This design comes from an exercise in tuning for small area, a short achievable clock period and few clock cycles on the open sky130 flow, not from production work. Where RTL was checked, it was by simulation tests only, not by an equivalence proof against the original.

==> run K: inputs <==
## pvc_decoder
module pvc_decoder (
    input  wire        clk,
    input  wire        rst,
    input  wire        s_valid,
    output wire        s_ready,
    input  wire [19:0] s_last,
    input  wire [19:0] s_desc,
    input  wire        s_eob,
    input  wire [13:0] s_bits,
    input  wire        b_valid,
    output wire        b_ready,
    input  wire [19:0] b_data,
    output reg         r_valid,
    output reg  [19:0] r_value,
    output reg         v_valid,
    output reg         v_ok,
    output wire [13:0] v_used
);
export LEC_CHECK = 0
export ABC_AREA = 1
export CAP_MARGIN = 20
export CORE_MARGIN = 2
export CORE_UTILIZATION = 40
export SLEW_MARGIN = 20
export SYNTH_HIERARCHICAL = 1
create_clock -name core_clock -period 12.0 [get_ports {clk}]
standard.sh (not shown) runs the stock make flow with config.mk's settings and CLKGATE_MAP_FILE= SYNTH_SCRIPT=/design/flow/synth_recipe.tcl, a recipe that flattens the netlist after the stock synthesis.
==> flow/flow/run.sh <==
#!/bin/bash
set -euo pipefail
export SETUP_SLACK_MARGIN=8
bash standard.sh > standard_flow.log 2>&1
==> run X: changes against run K <==
--- a/flow/design.v
+++ b/flow/design.v
@@ -128,27 +128,16 @@
                      ge20 ? {2'd1, sb, sb >= 5'd17} : {2'd0, sa, sa >= 5'd17};
     wire [7:0] st  = disd ? std : (P ? st1 : st0);
     wire [1:0] A   = st[7:6];
     wire [4:0] pw  = st[5:1];
     wire       phi = st[0];
     wire        bhi = |brem[13:6];
     wire [6:0]  tb  = {1'b0, brem[5:0]} - {2'b0, p};    
-    function gt_w(input [4:0] ww);                        
-        gt_w = !bhi && ($signed(tb) < $signed({2'b0, ww}));
-    endfunction
-    function eq_w(input [4:0] ww);                        
-        eq_w = !bhi && (tb == {2'b0, ww});
-    endfunction
-    wire [15:0] gtd, eqd;
-    generate for (gx = 0; gx < 16; gx = gx + 1) begin : g_cmp
-        assign gtd[gx] = gt_w(gx == 0 ? 5'd24 : 5'(gx + 4));
-        assign eqd[gx] = eq_w(gx == 0 ? 5'd24 : 5'(gx + 4));
-    end endgenerate
-    wire s_gt = disd ? gtd[L] : P ? gt_w(w1) : gt_w(w0);
-    wire s_eq = disd ? eqd[L] : P ? eq_w(w1) : eq_w(w0);
+    wire s_gt = !bhi && ($signed(tb) < $signed({2'b0, w}));
+    wire s_eq = !bhi && (tb == {2'b0, w});
     wire [14:0] dmask;
     generate for (gx = 0; gx < 15; gx = gx + 1) begin : g_mask
         assign dmask[gx] = (L > gx);
     end endgenerate
     wire [15:0] dsx  = {x[18:4], 1'b0};
     wire        dsgn = dsx[L];
     wire [19:0] dext = {{5{dsgn}}, (x[18:4] & dmask) | ({15{dsgn}} & ~dmask)};
@@ -295,11 +284,10 @@
         vkeep  <= isp && !P;
         veob   <= deob;
         vw     <= w;
         vok    <= !past && s_eq;
         vfirst <= dfirst;
         r_value <= r;
         v_ok    <= vok;
-        if (vvalid)
-            acc <= (vfirst ? 14'd0 : acc) + {9'd0, vw};
+        acc <= ((vvalid && vfirst) ? 14'd0 : acc) + {9'd0, vw & {5{vvalid}}};
     end
 endmodule
==> run Z: changes against run K <==
--- a/flow/design.v
+++ b/flow/design.v
@@ -1,15 +1,7 @@
-module pvc_sel #(parameter W = 1) (
-    input  wire         s,
-    input  wire [W-1:0] a,       
-    input  wire [W-1:0] b,       
-    output wire [W-1:0] y
-);
-    assign y = s ? a : b;
-endmodule
 module pvc_decoder (
     input  wire        clk,
     input  wire        rst,
     input  wire        s_valid,
     output wire        s_ready,
     input  wire [19:0] s_last,
     input  wire [19:0] s_desc,
@@ -24,16 +16,14 @@
     output reg         v_ok,
     output wire [13:0] v_used
 );
     reg        dfull;           
     reg [2:0]  dmode;
     reg [3:0]  dq;
     reg        disd;            
-    reg [4:0]  dw1;             
-    reg [5:0]  dkb;             
     reg [19:0] dlast;
     reg        deob;
     reg        dfirst;          
     reg        nfirst;          
     reg        gd, gn;          
     reg        sr;              
     reg [13:0] brem;
@@ -76,58 +66,72 @@
         wire [19:0] t;
         for (gj = 0; gj < 20; gj = gj + 1) begin : g_j
             assign t[gj] = ph[gj] & wl[gj + gx];
         end
         assign L[gx] = ib[0] & (|t);
     end endgenerate
     wire       P = L[0];
-    wire       isp0 = (dmode == 3'd3) || (dmode == 3'd4);
-    wire [4:0] w1 = dw1;
-    wire [4:0] w0 = isp0 ? 5'd1 : dw1;
+    wire [4:0] wq = 5'd20 - {1'b0, dq};
+    reg  [4:0] w1, w0;
+    always @* begin
+        case (dmode)
+            3'd0:    begin w1 = 5'd20;      w0 = 5'd20; end
+            3'd2:    begin w1 = wq;         w0 = wq;    end
+            3'd3:    begin w1 = 5'd21;      w0 = 5'd1;  end
+            default: begin w1 = wq + 5'd1;  w0 = 5'd1;  end
+        endcase
+    end
     wire [4:0] w = disd ? ((L == 4'd0) ? 5'd24 : {1'b0, L} + 5'd4) : (P ? w1 : w0);
     function [7:0] stepv(input [5:0] ss);
         reg [5:0] t;
         begin
             if (ss >= 6'd40)      begin t = ss - 6'd40; stepv = {2'd2, t[4:0], t[4:0] >= 5'd17}; end
             else if (ss >= 6'd20) begin t = ss - 6'd20; stepv = {2'd1, t[4:0], t[4:0] >= 5'd17}; end
             else                                        stepv = {2'd0, ss[4:0], ss[4:0] >= 5'd17};
         end
     endfunction
     wire [7:0] stx  = {2'd1, p, p >= 5'd17};
     wire [7:0] sti  = (p == 5'd19) ? 8'b01_00000_0 : {2'd0, p + 5'd1, p >= 5'd16};
     wire [7:0] stdb = {sti[7:6] + 2'd1, sti[5:0]};
-    wire [5:0] swa  = {1'b0, p} + {1'b0, dw1};
-    wire [5:0] swb  = {1'b0, p} + dkb;
-    wire [7:0] stw  = (dw1 == 5'd21 && p == 5'd19) ? 8'b10_00000_0 :
-                      swb[5] ? {2'd1, swb[4:0], swb[4:0] >= 5'd17} : {2'd0, swa[4:0], swa[4:0] >= 5'd17};
+    wire [5:0] pq   = {1'b0, p} - {2'b0, dq};                 
+    wire [5:0] pq1  = pq + 6'd1;                              
+    wire [5:0] pqw  = pq + 6'd20;
+    wire [5:0] pq1w = pq1 + 6'd20;
+    wire [7:0] stb  = pq[5]  ? {2'd0, pqw[4:0],  pqw[4:0] >= 5'd17} : {2'd1, pq[4:0], pq[4:0] >= 5'd17};
+    wire [7:0] stbb = pq1[5] ? {2'd0, pq1w[4:0], pq1w[4:0] >= 5'd17} :
+                      (pq1 == 6'd20) ? 8'b10_00000_0 : {2'd1, pq1[4:0], pq1[4:0] >= 5'd17};
     reg  [7:0] st1, st0;
     always @* begin
         case (dmode)
             3'd0:    begin st1 = stx;  st0 = stx; end
-            3'd2:    begin st1 = stw;  st0 = stw; end
+            3'd2:    begin st1 = stb;  st0 = stb; end
             3'd3:    begin st1 = stdb; st0 = sti; end
-            default: begin st1 = stw;  st0 = sti; end
+            default: begin st1 = stbb; st0 = sti; end
         endcase
     end
-    wire [4:0] u    = p + 5'd4;                               
-    wire [7:0] st24 = p[4] ? {2'd2, 1'b0, p[3:0], 1'b0} : {2'd1, u, p >= 5'd13};
-    wire [4:0] ub = {~p[4], p[3:0]};
+    wire [7:0] st24 = stepv({1'b0, p} + 6'd24);             
+    wire [4:0] u  = p + 5'd4;                                 
+    wire [4:0] ub = p - 5'd16;                                
     wire [3:0] ug = u[3:0] & L, ut = u[3:0] ^ L;
-    wire [3:0] bg = p[3:0] & L, bt = p[3:0] ^ L;
+    wire [3:0] bg = ub[3:0] & L, bt = ub[3:0] ^ L;
     wire ua1 = ug[0];
     wire ua2 = ug[1] | ut[1] & ug[0];
     wire ua3 = ug[2] | ut[2] & ug[1] | ut[2] & ut[1] & ug[0];
     wire ua4 = ug[3] | ut[3] & ug[2] | ut[3] & ut[2] & ug[1] | ut[3] & ut[2] & ut[1] & ug[0];
     wire ba1 = bg[0];
     wire ba2 = bg[1] | bt[1] & bg[0];
     wire ba3 = bg[2] | bt[2] & bg[1] | bt[2] & bt[1] & bg[0];
     wire ba4 = bg[3] | bt[3] & bg[2] | bt[3] & bt[2] & bg[1] | bt[3] & bt[2] & bt[1] & bg[0];
     wire [4:0] sa = {u[4] ^ ua4, ut ^ {ua3, ua2, ua1, 1'b0}};        
     wire [4:0] sb = {ub[4] ^ ba4, bt ^ {ba3, ba2, ba1, 1'b0}};       
-    wire ge20 = p[4] | ba4;                                           
+    wire [15:0] gev;
+    generate for (gx = 0; gx < 16; gx = gx + 1) begin : g_ge
+        assign gev[gx] = ({1'b0, u} + gx >= 6'd20);
+    end endgenerate
+    wire ge20 = gev[L];
     wire [7:0] std = (L == 4'd0) ? st24 :
                      ge20 ? {2'd1, sb, sb >= 5'd17} : {2'd0, sa, sa >= 5'd17};
     wire [7:0] st  = disd ? std : (P ? st1 : st0);
     wire [1:0] A   = st[7:6];
     wire [4:0] pw  = st[5:1];
     wire       phi = st[0];
     wire        bhi = |brem[13:6];
@@ -149,85 +153,57 @@
     generate for (gx = 0; gx < 15; gx = gx + 1) begin : g_mask
         assign dmask[gx] = (L > gx);
     end endgenerate
     wire [15:0] dsx  = {x[18:4], 1'b0};
     wire        dsgn = dsx[L];
     wire [19:0] dext = {{5{dsgn}}, (x[18:4] & dmask) | ({15{dsgn}} & ~dmask)};
     wire [19:0] y    = disd ? ((L == 4'd0) ? x[23:4] : dext) : (isp ? x[20:1] : x[19:0]);
-    reg [4:0] w1_in;
-    always @* begin
-        case (s_desc[19:17])
-            3'd0:    w1_in = 5'd20;
-            3'd2:    w1_in = 5'd20 - {1'b0, s_desc[15:12]};
-            3'd3:    w1_in = 5'd21;
-            default: w1_in = 5'd21 - {1'b0, s_desc[15:12]};
-        endcase
-    end
     wire ib3 = bhi || (brem[5:0] > 6'd60);
     wire ib4 = |brem[13:7] || (brem[6:0] > 7'd80);
     wire [4:0] ibx = {ib4, ib3, ib};
     wire [1:0] nib = ib[2] ? 2'd3 : ib[1] ? 2'd2 : ib[0] ? 2'd1 : 2'd0;
     wire [1:0] deo = ib[1] ? 2'd2 : ib[0] ? 2'd1 : 2'd0;     
     reg [1:0] d;
     always @* begin
         d = 2'd0;
         if (drain)
             d = (v[0] && ib[0]) ? 2'd1 : 2'd0;
         else if (dec)
             d = deob ? deo : (A != 2'd0 && ib[0]) ? ((A == 2'd2 && ib[1]) ? 2'd2 : 2'd1) : 2'd0;
     end
     wire [2:0] v_sh  = (d == 2'd0) ? v : (d == 2'd1) ? {1'b0, v[2:1]} : {2'b00, v[2]};
-    wire [2:0] v_nxt;
-    pvc_sel #(3) u_v (.s(arrive), .a({v_sh[1:0], 1'b1}), .b(v_sh), .y(v_nxt));
+    wire [2:0] v_nxt = arrive ? {v_sh[1:0], 1'b1} : v_sh;
     wire ctx = sr && nfirst;
     wire [13:0] bsub = (d == 2'd0) ? brem :
                        (d == 2'd1) ? (ib[1] ? brem - 14'd20 : 14'd0) :
                                      (ib[2] ? brem - 14'd40 : 14'd0);
     wire [2:0] ibsub = (d == 2'd0) ? ib : (d == 2'd1) ? ibx[3:1] : ibx[4:2];
     wire [2:0] ibnew = {s_bits > 14'd40, s_bits > 14'd20, s_bits != 14'd0};
     wire drain_nxt = dec ? (deob && ib[2]) : (drain && (d == 2'd1 ? ib[1] : ib[0]));
     wire [4:0] p_nxt = dec ? (deob ? 5'd0 : pw) : p;
     wire [19:0] ph_nxt = 20'd1 << p_nxt;
     wire dfull_nxt = take || (dfull && !dec);
     wire deob_nxt  = sr ? s_eob : deob;
-    wire [2:0] vs0 = v_sh;
-    wire [2:0] vs1 = (d == 2'd0) ? {v[1:0], 1'b1} : (d == 2'd1) ? {1'b0, v[1], 1'b1} : 3'b001;
-    wire [1:0] nva   = v[2] ? 2'd3 : v[1] ? 2'd2 : v[0] ? 2'd1 : 2'd0;
-    wire       allk0 = !ibx[{1'b0, nva}];
-    wire       allk1 = !ibx[{1'b0, nva} + 3'd1];
-    function [1:0] gnext(input [2:0] vn, input allk);    
-        reg alls;
-        begin
-            alls = !ctx && allk;
-            if (drain_nxt)
-                gnext = 2'b00;
-            else if (dec && deob)                         
-                gnext = {vn[1], vn[1]};
-            else if (dec)
-                gnext = {allk || vn[2] || (vn[1] && !phi), allk || vn[1]};
-            else
-                gnext = {alls || vn[2] || (vn[1] && p < 5'd17), alls || vn[1]};
-        end
-    endfunction
-    wire [1:0] g0 = gnext(vs0, allk0);
-    wire [1:0] g1 = gnext(vs1, allk1);
-    wire [1:0] g_nxt;
-    pvc_sel #(2) u_g (.s(arrive), .a(g1), .b(g0), .y(g_nxt));
-    wire gd_nxt = g_nxt[1];
-    wire gn_nxt = g_nxt[0];
-    wire [2:0] gib  = ctx ? 3'b111 : ibsub;
-    wire isd_new    = (s_desc[19:17] == 3'd1);
-    wire g_new, g_old;
-    pvc_sel u_gnew (.s(isd_new), .a(gd_nxt), .b(gn_nxt), .y(g_new));
-    pvc_sel u_gold (.s(disd),    .a(gd_nxt), .b(gn_nxt), .y(g_old));
-    wire dstay  = dfull && !dec;
-    wire sr_t1  = !drain_nxt && !(s_eob && gib[2]) && g_new;
-    wire sr_t0  = !drain_nxt && !(dstay && deob && gib[2]) && (!dstay || g_old);
-    wire sr_nxt;
-    pvc_sel u_sr (.s(take), .a(sr_t1), .b(sr_t0), .y(sr_nxt));
+    wire [1:0] nva  = v[2] ? 2'd3 : v[1] ? 2'd2 : v[0] ? 2'd1 : 2'd0;
+    wire [2:0] nvb  = {1'b0, nva} + {2'b0, arrive};            
+    wire       n2   = (d == 2'd0) ? (nvb >= 3'd2) : (d == 2'd1) ? (nvb >= 3'd3) : 1'b0;
+    wire       n3   = (d == 2'd0) && (nvb == 3'd3);
+    wire       allk = !ibx[nvb];                                
+    wire       okn  = allk || n2;
+    wire       okd  = allk || n3 || (n2 && !phi);
+    wire       oke  = n2;
+    wire       alls = !ctx && allk;
+    wire       oksn = alls || n2;
+    wire       oksd = alls || n3 || (n2 && p < 5'd17);
+    wire gd_nxt = !drain_nxt && (dec ? (deob ? oke : okd) : oksd);
+    wire gn_nxt = !drain_nxt && (dec ? (deob ? oke : okn) : oksn);
+    wire isd_nxt = sr ? (s_desc[19:17] == 3'd1) : disd;
+    wire [2:0] gib = ctx ? 3'b111 : ibsub;
+    wire blk_nxt = !drain_nxt && !(dfull_nxt && deob_nxt && gib[2]);
+    wire sr_nxt  = blk_nxt && (!dfull_nxt || (isd_nxt ? gd_nxt : gn_nxt));
     wire [19:0] z = vy << vsh;
     wire [19:0] r = vadd ? vlast + vy : vkeep ? vlast : z;
     always @(posedge clk) begin
         if (rst) begin
             dfull   <= 1'b0;
             nfirst  <= 1'b1;
             gd      <= 1'b0;
@@ -254,16 +230,14 @@
             vvalid  <= dec;
             r_valid <= vvalid;
             v_valid <= vvalid && veob;
         end
         if (sr) begin
             dmode  <= s_desc[19:17];
             disd   <= (s_desc[19:17] == 3'd1);
-            dw1    <= w1_in;
-            dkb    <= {1'b0, w1_in} + 6'd12;
             dq     <= s_desc[15:12];
             dlast  <= s_last;
             deob   <= s_eob;
             dfirst <= nfirst;
         end
         brem <= ctx ? s_bits : bsub;
         ib   <= ctx ? ibnew : ibsub;
CORE_UTILIZATION = 60   (was 40)
CTS_BUF_LIST = sky130_fd_sc_hd__clkbuf_8   (was unset)
SYNTH_HIERARCHICAL = unset   (was 1)
TNS_END_PERCENT = 5   (was unset)
==> impl_metrics.tcl <==
set metrics [dict create \
    run_status "finished clean" \
    root_buffer "clkbuf_8" \
    worstReg2RegStart "p[0]" \
    ys_seq_elements 234 \
    crit_start "p[0]" \
    synth-simple-area-share_pct 27.5 \
    cp.required_ns 12.48 \
    buffer_area_share_pct 9.48 \
    place_hpwl_mm 41.0 \
    signal_buffers 186 \
    fin_ws_ns 7.95 \
]
# the run above: run Z

==> impl_metrics.tcl <==
set metrics [dict create \
    run_status "finished clean" \
    yosysWarnings 7 \
    fin_ws_ns 7.80 \
    buffer_area_share_pct 9.15 \
    synth_most_common_cell "nand2_1" \
    signal_buffers 181 \
    synth-simple-area-share_pct 27.5 \
    worstReg2RegStart "s0[9]" \
    ys_seq_elements 243 \
    crit_start "s0[9]" \
    cp.required_ns 12.50 \
    synth_edf_count 75 \
    place_hpwl_mm 38.3 \
    r2r_end "sr" \
    setup_tns_ns 0 \
    place_area_mm2 0.0177 \
    clock_buffers 37 \
    root_buffer "clkbuf_16" \
    final_cell_count_no_fill 3058 \
]
# the run above: run X

==> impl_metrics.tcl <==
set metrics [dict create \
    worstReg2RegStart "s0[17]" \
    buffer_area_share_pct 8.26 \
    crit_start "s0[17]" \
    root_buffer "clkbuf_16" \
    dpl_worst_slack_ns 6.47 \
    place_hpwl_mm 40.7 \
    signal_buffers 172 \
    gp_congestion 0.935 \
    run_status "finished clean" \
    synth-simple-area-share_pct 29.1 \
    tapCellCount 539 \
    fin_ws_ns 7.88 \
    ys_seq_elements 243 \
    cp.required_ns 12.45 \
]
# the run above: run K

Testbench counts of run X, summed over its fixed seeds: cycles 31,734.
Testbench counts of run Z, summed over its fixed seeds: cycles 31,734.
The RTL of run K was laid out without a check of its function.

separate check: timing with driven ports:
In the flow no input, the clock included, has a driving cell. The finished layouts below were timed again as built, in two steps. Step 1: set_driving_cell puts a clkbuf_16 on clk and a buf_2 on each other input, an assumption about the parent block. Step 2 moves the port delays by t, midway between the first and last clock arrival at a register: inputs arrive t later, outputs are due t later. That takes back most of the time a late clock gives input paths. Three values: no drivers, after step 1, after step 2; two values: the first two.
run | t, ns | slack for setup (ns) | worst setup path after step 2 | clock arrival spread, ns
run K | 0.612 | 7.884 / 7.884 / 7.606 | input to register | 0.022 / 0.022
run X | 0.611 | 7.796 / 7.796 / 7.649 | input to register | 0.012 / 0.012
run Z | 0.607 | 7.952 / 7.907 / 7.581 | input to register | 0.057 / 0.058
After both steps every run listed still meets setup and hold. The setup slack of run Z, which loses most, moves by -0.045 ns with the drivers and by -0.371 ns with both steps.
